From an optimization exercise on the open Yosys and OpenROAD flow, aimed at small area and a short achievable clock period; shortcuts taken in it are not production practice.

==> flow/design.v (excerpt) <==
module chk_unit (
    input  wire        clk,
    input  wire        rst,           
    input  wire        wr_cfg,        
    input  wire        wr_init,       
    input  wire        wr_value,      
    input  wire [31:0] wdata,
    input  wire        s_valid,
    input  wire [63:0] s_data,        
    input  wire [2:0]  s_nbm1,        
    input  wire        s_last,        
    input  wire        s_check,       
    output wire [1:0]  code,
    output wire [31:0] value,
    output wire [31:0] result,
    output wire        residue_ok,
    output wire [15:0] fail_cnt,
    output wire [15:0] refused_cnt
);
Size in the first run: roughly 2,000 cells after synthesis, ~67 flip-flops.
export LEC_CHECK = 0
export CAP_MARGIN = 20
export CORE_MARGIN = 2
export CORE_UTILIZATION = 55
export SETUP_SLACK_MARGIN = 2
export SLEW_MARGIN = 20
export DONT_USE_CELLS = sky130_fd_sc_hd__xor3_1 sky130_fd_sc_hd__xor3_2 sky130_fd_sc_hd__xor3_4 sky130_fd_sc_hd__xnor3_1 sky130_fd_sc_hd__xnor3_2 sky130_fd_sc_hd__xnor3_4
export BUFFER_PORTS_ARGS = -buffer_cell sky130_fd_sc_hd__buf_1
create_clock -name core_clock -period 25.0 [get_ports {clk}]
standard.sh (not shown) runs the stock make flow with config.mk's settings and CLKGATE_MAP_FILE= SYNTH_SCRIPT=/design/flow/synth_recipe.tcl, a recipe that flattens the netlist after the stock synthesis.
==> flow/flow/run.sh <==
#!/bin/bash
# Standard layout (the standard.sh) with these changes:
#  - no three-input XOR cells (two XOR2 are smaller than one XOR3 here);
#  - ports buffered with the smallest buffer instead of a delay buffer;
#  - the timing repair aims for more setup slack than the design's margin.
set -euo pipefail
cat >> config.mk <<'EOC'
export DONT_USE_CELLS = sky130_fd_sc_hd__xor3_1 sky130_fd_sc_hd__xor3_2 sky130_fd_sc_hd__xor3_4 sky130_fd_sc_hd__xnor3_1 sky130_fd_sc_hd__xnor3_2 sky130_fd_sc_hd__xnor3_4
export BUFFER_PORTS_ARGS = -buffer_cell sky130_fd_sc_hd__buf_1
EOC
bash standard.sh SETUP_SLACK_MARGIN=${MARGIN:-15} finish > standard.log 2>&1
==> next run, changes <==
--- a/flow/design.v
+++ b/flow/design.v
@@ -1100,14 +1100,24 @@
     wire t1097 = t194 ^ t1095;
     wire t1098 = t1096 ^ t371;
     wire t1099 = t1097 ^ t1098;
     wire [31:0] w0 = {t641, t634, t626, t619, t612, t605, t597, t588, t579, t570, t562, t554, t545, t537, t529, t522, t513, t505, t499, t491, t484, t477, t471, t463, t455, t443, t435, t427, t417, t409, t401, t395};
     wire [31:0] w1 = {t917, t910, t901, t893, t885, t878, t869, t860, t849, t843, t834, t827, t822, t816, t806, t797, t788, t778, t771, t762, t754, t746, t738, t728, t720, t712, t701, t691, t681, t669, t661, t650};
     wire [15:0] w2 = {t1033, t1026, t1020, t1013, t1007, t1002, t993, t985, t977, t969, t962, t953, t946, t939, t931, t923};
     wire [7:0] w3 = {t1099, t1093, t1082, t1074, t1064, t1057, t1048, t1041};
+    reg [31:0] crc;
+    always @* begin
+        case (code_q)
+            2'd0:    crc = w0;
+            2'd1:    crc = w1;
+            2'd2:    crc = {16'd0, w2};
+            default: crc = {24'd0, w3};
+        endcase
+    end
+    wire [31:0] beat_value = crc ^ y_tail;
     reg [1:0]  ctl_code;
     reg [31:0] ctl_value;
     always @* begin
         ctl_code  = code_q;
         ctl_value = value_q;
         if (wr_cfg) begin
             ctl_code  = wdata[1:0];
@@ -1130,35 +1140,30 @@
             2'd0:    rok = eq0;
             2'd1:    rok = eq1;
             2'd2:    rok = eq2;
             default: rok = eq3;
         endcase
     end
     wire [15:0] fail_now = (chk_q && !rok && fail_q != 16'hFFFF) ? fail_q + 16'd1 : fail_q;
-    wire        take  = s_valid & ~rst;
-    wire [3:0]  sel   = {4{take}} & (4'b0001 << code_q);
-    wire [31:0] pick  = ({32{sel[0]}} & w0) | ({32{sel[1]}} & w1) |
-                        {16'd0, {16{sel[2]}} & w2} | {24'd0, {8{sel[3]}} & w3};
-    wire [31:0] early = rst ? 32'd0 : s_valid ? y_tail : ctl_value;
-    wire [31:0] value_d = pick ^ early;
-    always @(posedge clk)
-        value_q <= value_d;
     always @(posedge clk) begin
         if (rst) begin
             code_q    <= 2'd1;
+            value_q   <= 32'd0;
             fail_q    <= 16'd0;
             refused_q <= 16'd0;
             chk_q     <= 1'b0;
         end else begin
             fail_q <= fail_now;
             chk_q  <= s_valid & s_last & s_check;
             if (s_valid) begin
+                value_q   <= beat_value;
                 refused_q <= ref_sum[16] ? 16'hFFFF : ref_sum[15:0];
             end else begin
                 code_q  <= ctl_code;
+                value_q <= ctl_value;
             end
         end
     end
     assign code        = code_q;
     assign value       = value_q;
     assign result      = {~(value_q[31:16] | {16{code_q[1]}}),
                           ~(value_q[15:8] | {8{code_q == 2'd3}}),
Effect: Routed wire length climbs by 0.32%; clock-buffer cell count drops by 2; clock skew stays flat; final area climbs by 1.6%; utilization climbs by 0.19 points; hold slack got worse by 0.0071 ns.
No functional check of the RTL was part of any run of this note.

[what the ideal ports hide]
How much do the figures lean on ideal ports? The routed layouts below were timed once more, with nothing changed but the port constraints. Step 1 assumes that a clkbuf_16 drives the clock port and a buf_2 every other input. Step 2 adds t to the input delays and takes it off the output delays; t is the mean of the earliest and latest rising clock arrival at the registers after step 1. Input paths then give back, and output paths get back, about the clock's delay inside the block. Three values: ideal ports, drivers, drivers and shift; two values: the first two.
run	shift t [ns]	setup WS [ns]	worst setup path at the end	latest minus earliest clock arrival (ns)
the first run	0.384	14.969 / 14.986 / 14.602	input to register	0.010 / 0.010
the second run	0.378	14.826 / 14.839 / 14.461	input to register	0.009 / 0.009
After both steps setup and hold are still met in every run listed. For the first run, which loses most, drivers alone change the setup slack by +0.017 ns; drivers and shift together by -0.367 ns.
